Background: an optimization exercise with open tools, aiming at small area, a short achievable clock period and few clock cycles per item. Do not read the settings as production practice. Where RTL was checked, it was by simulation tests only, not by an equivalence proof against the original.

## sha256_unit
module sha256_unit (
    input  wire         clk,
    input  wire         rst,
    input  wire         init,
    input  wire         blk_valid,
    input  wire [511:0] block,
    output wire         busy,
    output wire [255:0] digest
);
Size in the first run: roughly 5600 cells after synthesis, about 1100 flip-flops, ~58000 um2 of cells after synthesis.
Settings: LEC_CHECK=0, CAP_MARGIN=5, CORE_MARGIN=2, CORE_UTILIZATION=40, CTS_CLUSTER_DIAMETER=100, CTS_CLUSTER_SIZE=20, SETUP_SLACK_MARGIN=5, SLEW_MARGIN=5; clock period 10.0 ns.
standard.sh (not shown) runs the stock make flow with config.mk's settings and CLKGATE_MAP_FILE= SYNTH_SCRIPT=/design/flow/synth_recipe.tcl, a recipe that flattens the netlist after the stock synthesis.
==> flow/flow/run.sh <==
#!/bin/bash
# The standard layout (the standard.sh, unchanged synthesis), with the
# port buffers that placement inserts made of the smallest buffer cell.
set -euo pipefail
bash standard.sh finish "BUFFER_PORTS_ARGS=-buffer_cell sky130_fd_sc_hd__buf_1" > standard_flow.log 2>&1
The starting point produced a clean layout.
Then changed:
- CAP_MARGIN: 5 -> 20
- CORE_UTILIZATION: 40 -> 55
- SLEW_MARGIN: 5 -> 20
Effect: Setup slack gains 0.016 ns; final cell count drops by 6.5%; critical path depth drops by 1; final area drops by 1.5%; first-iteration DRC count climbs by 3.2%; non-clock buffer count drops by 23; synthesized cell count is unchanged.
Then changed:
- CORE_UTILIZATION: 55 -> 40
The new run went through all stages and came out clean; worst setup slack degrades by 0.013 ns; clock-buffer cell count grows by 4; design area grows by 1.6%.

========
== garnet ==
Another version of the RTL of sha256_unit (not shown whole).
For scale: ~1,100 flip-flops, about 61,000 um^2 of cells after synthesis.
## sha256_unit
module sha256_unit (
    input  wire         clk,
    input  wire         rst,
    input  wire         init,
    input  wire         blk_valid,
    input  wire [511:0] block,
    output wire         busy,
    output wire [255:0] digest
);
Settings: LEC_CHECK=0, CAP_MARGIN=20, CORE_MARGIN=2, CORE_UTILIZATION=40, SETUP_SLACK_MARGIN=2, SLEW_MARGIN=20; clock period 10.0 ns.
run.sh (not shown) runs the stock make flow with config.mk's settings and CLKGATE_MAP_FILE= SYNTH_SCRIPT=/design/flow/synth_recipe.tcl, a recipe that flattens the netlist after the stock synthesis.
Stock flow here: none of the scripts above is used.
--- input diff garnet..maple ---
-- flow/config.mk --
<<< garnet, line 9
export CORE_MARGIN = 2
export CORE_UTILIZATION = 40
export SETUP_SLACK_MARGIN = 2
export SLEW_MARGIN = 20
>>> maple, line 9
export CORE_MARGIN = 2
export CORE_UTILIZATION = 40
export SETUP_SLACK_MARGIN = 5
export SLEW_MARGIN = 20
[summary]
Per the comparison of maple with garnet, number of gates given a new drive strength after cts increased 232; growth of design area from synthesis to finish climbed 4.7 points; worst setup slack moved up; pin count of the biggest net entering global routing picked up an extra about 16%. | number of clock buffers in the layout | lower: garnet |. [compare] base=garnet new=maple: sequential cell count about even.
[inputs] willow vs maple
-- flow/config.mk --
<<< maple, line 9
export CORE_MARGIN = 2
export CORE_UTILIZATION = 40
export SETUP_SLACK_MARGIN = 5
export SLEW_MARGIN = 20
>>> willow, line 9
export CORE_MARGIN = 2
export CORE_UTILIZATION = 40
export SLEW_MARGIN = 20
Findings:
[compare] base=maple new=willow: remaining antenna violation count level; sequential cell area moved down. The filler cell count in willow was higher than what maple gave. willow: all stages complete, timing, DRC and antenna checks passed. In willow, fraction of the core area covered by cells at the end of the flow is lower than in maple. willow vs maple: clock buffer count from CTS down. Summary of willow over maple: number of antenna violations at the first check in global routing picked up an extra 6; worst hold slack fell by 8.1 ps.
No functional check of the RTL was part of any run of this note.

========
Setup of run A:
Another version of the RTL of sha256_unit (not shown whole).
Size: roughly 5600 cells after synthesis, about 1100 flip-flops, about 770 I/O pins, roughly 58000 µm² of cells after synthesis.
==> flow/design.v (excerpt) <==
module sha256_unit (
    input  wire         clk,
    input  wire         rst,
    input  wire         init,
    input  wire         blk_valid,
    input  wire [511:0] block,
    output wire         busy,
    output wire [255:0] digest
);
    reg  [31:0] a, b, c, d, e, f, g, h;            
    reg  [31:0] hs0, hs1, hs2, hs3, hs4, hs5, hs6, hs7;  
    reg  [31:0] w [0:15];                          
    reg  [31:0] pa, pe;                            
    reg  [5:0]  rnd;                               
    reg         running;
    reg         run_p;                             
    reg         f_plast, f_last;                   
    assign busy   = running;
    assign digest = {a, hs1, hs2, hs3, e, hs5, hs6, hs7};
    wire last     = running & (rnd == 6'd0);       
    wire tail     = running & ((rnd == 6'd62) | (rnd == 6'd63) | (rnd == 6'd0));  
    wire acc_blk  = !running & blk_valid;
    wire run_next = acc_blk | (running & !last);
    wire load_iv  = rst | (!running & init);
    wire go       = running & !rst;
    reg [31:0] k;
    always @(*) begin
        case (rnd)
            6'd0:  k = 32'h428a2f98; 6'd1:  k = 32'h71374491; 6'd2:  k = 32'hb5c0fbcf; 6'd3:  k = 32'he9b5dba5;
            6'd4:  k = 32'h3956c25b; 6'd5:  k = 32'h59f111f1; 6'd6:  k = 32'h923f82a4; 6'd7:  k = 32'hab1c5ed5;
            6'd8:  k = 32'hd807aa98; 6'd9:  k = 32'h12835b01; 6'd10: k = 32'h243185be; 6'd11: k = 32'h550c7dc3;
            6'd12: k = 32'h72be5d74; 6'd13: k = 32'h80deb1fe; 6'd14: k = 32'h9bdc06a7; 6'd15: k = 32'hc19bf174;
  ...
clock: 10.0 ns
lec_check: 0
cap_margin: 20
core_margin: 2
core_utilization: 40
cts_cluster_diameter: 100
cts_cluster_size: 20
slew_margin: 20
standard.sh (not shown) runs the stock make flow with config.mk's settings and CLKGATE_MAP_FILE= SYNTH_SCRIPT=/design/flow/synth_recipe.tcl, a recipe that flattens the netlist after the stock synthesis.
==> flow/flow/run.sh <==
#!/bin/bash
# The standard layout (the standard.sh, unchanged synthesis), with the
# port buffers that placement inserts made of the smallest buffer cell, and
# timing repair aiming for 6 ns of setup slack.
set -euo pipefail
bash standard.sh finish "BUFFER_PORTS_ARGS=-buffer_cell sky130_fd_sc_hd__buf_1" SETUP_SLACK_MARGIN=6 > standard_flow.log 2>&1
Run A did not stop at any stage, and its layout met the timing, design-rule and antenna checks.
Testbench counts of run A, summed over its fixed seeds: cycles 50,229, blocks 768.
Setup changes, run A to run B
# run A
export LEC_CHECK = 0
export CAP_MARGIN = 20
export CORE_MARGIN = 2
export CORE_UTILIZATION = 40
export CTS_CLUSTER_DIAMETER = 100
export CTS_CLUSTER_SIZE = 20
export SLEW_MARGIN = 20
create_clock -name core_clock -period 10.0 [get_ports {clk}]
# run B
export LEC_CHECK = 0
export CAP_MARGIN = 20
export CORE_MARGIN = 2
export CORE_UTILIZATION = 40
export CTS_CLUSTER_DIAMETER = 100
export CTS_CLUSTER_SIZE = 20
export SETUP_SLACK_MARGIN = 5
export SLEW_MARGIN = 20
create_clock -name core_clock -period 10.0 [get_ports {clk}]
==> flow/flow/run.sh <==
#!/bin/bash
# The standard layout (the standard.sh, unchanged synthesis), with the
# port buffers that placement inserts made of the smallest buffer cell.
set -euo pipefail
bash standard.sh finish "BUFFER_PORTS_ARGS=-buffer_cell sky130_fd_sc_hd__buf_1" > standard_flow.log 2>&1
==> run summary <==
Between run A and run B, the flow reports clock buffer count from CTS decreasing slightly.
The setup slack of run B is smaller than that of run A.
Origin of the worst setup path = a[13]: run B; origin of the worst setup path = a[11]: run A
Changes observed in run B relative to run A: cell area shrank by 6.1%.
Run B vs run A, termination of the worst setup path: a[31] vs a[25]
### run B -> run C
# run B
export LEC_CHECK = 0
export CAP_MARGIN = 20
export CORE_MARGIN = 2
export CORE_UTILIZATION = 40
export CTS_CLUSTER_DIAMETER = 100
export CTS_CLUSTER_SIZE = 20
export SETUP_SLACK_MARGIN = 5
export SLEW_MARGIN = 20
create_clock -name core_clock -period 10.0 [get_ports {clk}]
# run C
export LEC_CHECK = 0
export CAP_MARGIN = 20
export CORE_MARGIN = 2
export CORE_UTILIZATION = 40
export SETUP_SLACK_MARGIN = 5
export SLEW_MARGIN = 20
create_clock -name core_clock -period 10.0 [get_ports {clk}]
Findings:
- Run B → run C: via count increased by 450 relative to the old numbers; final wirelength +about 0.6%.
- Compared with run B, run C shows a lower clock input transition at the sequential cells of the worst setup and hold paths.
- Run B reports its worst setup path endpoint as a[31] while run C reports a[20].
The following lists how run D was set up differently from run C:
# run C
export LEC_CHECK = 0
export CAP_MARGIN = 20
export CORE_MARGIN = 2
export CORE_UTILIZATION = 40
export SETUP_SLACK_MARGIN = 5
export SLEW_MARGIN = 20
create_clock -name core_clock -period 10.0 [get_ports {clk}]
# run D
export LEC_CHECK = 0
export CAP_MARGIN = 20
export CORE_MARGIN = 2
export CORE_UTILIZATION = 40
export CTS_CLUSTER_DIAMETER = 100
export CTS_CLUSTER_SIZE = 24
export SETUP_SLACK_MARGIN = 5
export SLEW_MARGIN = 20
create_clock -name core_clock -period 10.0 [get_ports {clk}]
### Flow results
Going from run C to run D, post-route clock period utilization now smaller; worst setup slack now larger; wire length of the first global-routing pass now smaller; signed area change from the synthesized netlist to the final layout now smaller.
[diff] final routed wirelength across all metal layers, run D relative to run C: improvement
Final-layout worst hold slack (run D over run C): increase, 26 ps

==> re-timing with driven ports <==
The results above use ideal ports. As a check the final layouts listed here were re-extracted and re-timed, cells and wires unchanged.
Step 1 assumes that a clkbuf_16 drives the clock port and a buf_2 every other input.
Step 2 also shifts input and output timing later by t, the mid clock arrival at the registers, as if the neighbouring blocks saw the same clock.
Three values: ideal ports, drivers, drivers and shift; two values: the first two.
run | shift t [ns] | setup slack, ns | worst hold slack (ns) | slew at the worst register clock pin (ns)
the first run of note 1 | 0.795 | 5.040 / 5.040 / 4.380 | 0.453 / 0.453 / 0.453 | 0.10 / 0.10
the second run of note 1 | 0.802 | 5.056 / 5.056 / 4.418 | 0.444 / 0.444 / 0.444 | 0.10 / 0.10
the third run of note 1 | 0.795 | 5.043 / 5.043 / 4.400 | 0.453 / 0.453 / 0.453 | 0.10 / 0.10
garnet | 0.843 | 3.399 / 3.399 / 3.399 | 0.440 / 0.440 / 0.440 | 0.07 / 0.07
maple | 0.852 | 4.768 / 4.768 / 4.249 | 0.448 / 0.448 / 0.448 | 0.08 / 0.08
willow | 0.843 | 3.399 / 3.399 / 3.399 | 0.440 / 0.440 / 0.440 | 0.07 / 0.07
run A | 0.785 | 5.319 / 5.319 / 4.828 | 0.405 / 0.405 / 0.405 | 0.11 / 0.11
run B | 0.774 | 5.088 / 5.088 / 4.352 | 0.440 / 0.440 / 0.440 | 0.10 / 0.10
run C | 0.839 | 4.978 / 4.978 / 4.312 | 0.402 / 0.402 / 0.402 | 0.07 / 0.07
run D | 0.793 | 5.103 / 5.103 / 4.373 | 0.428 / 0.428 / 0.428 | 0.12 / 0.12
After both steps setup and hold are still met in every run listed. For run B, which loses most, drivers alone change the setup slack by 0.000 ns; drivers and shift together by -0.736 ns.
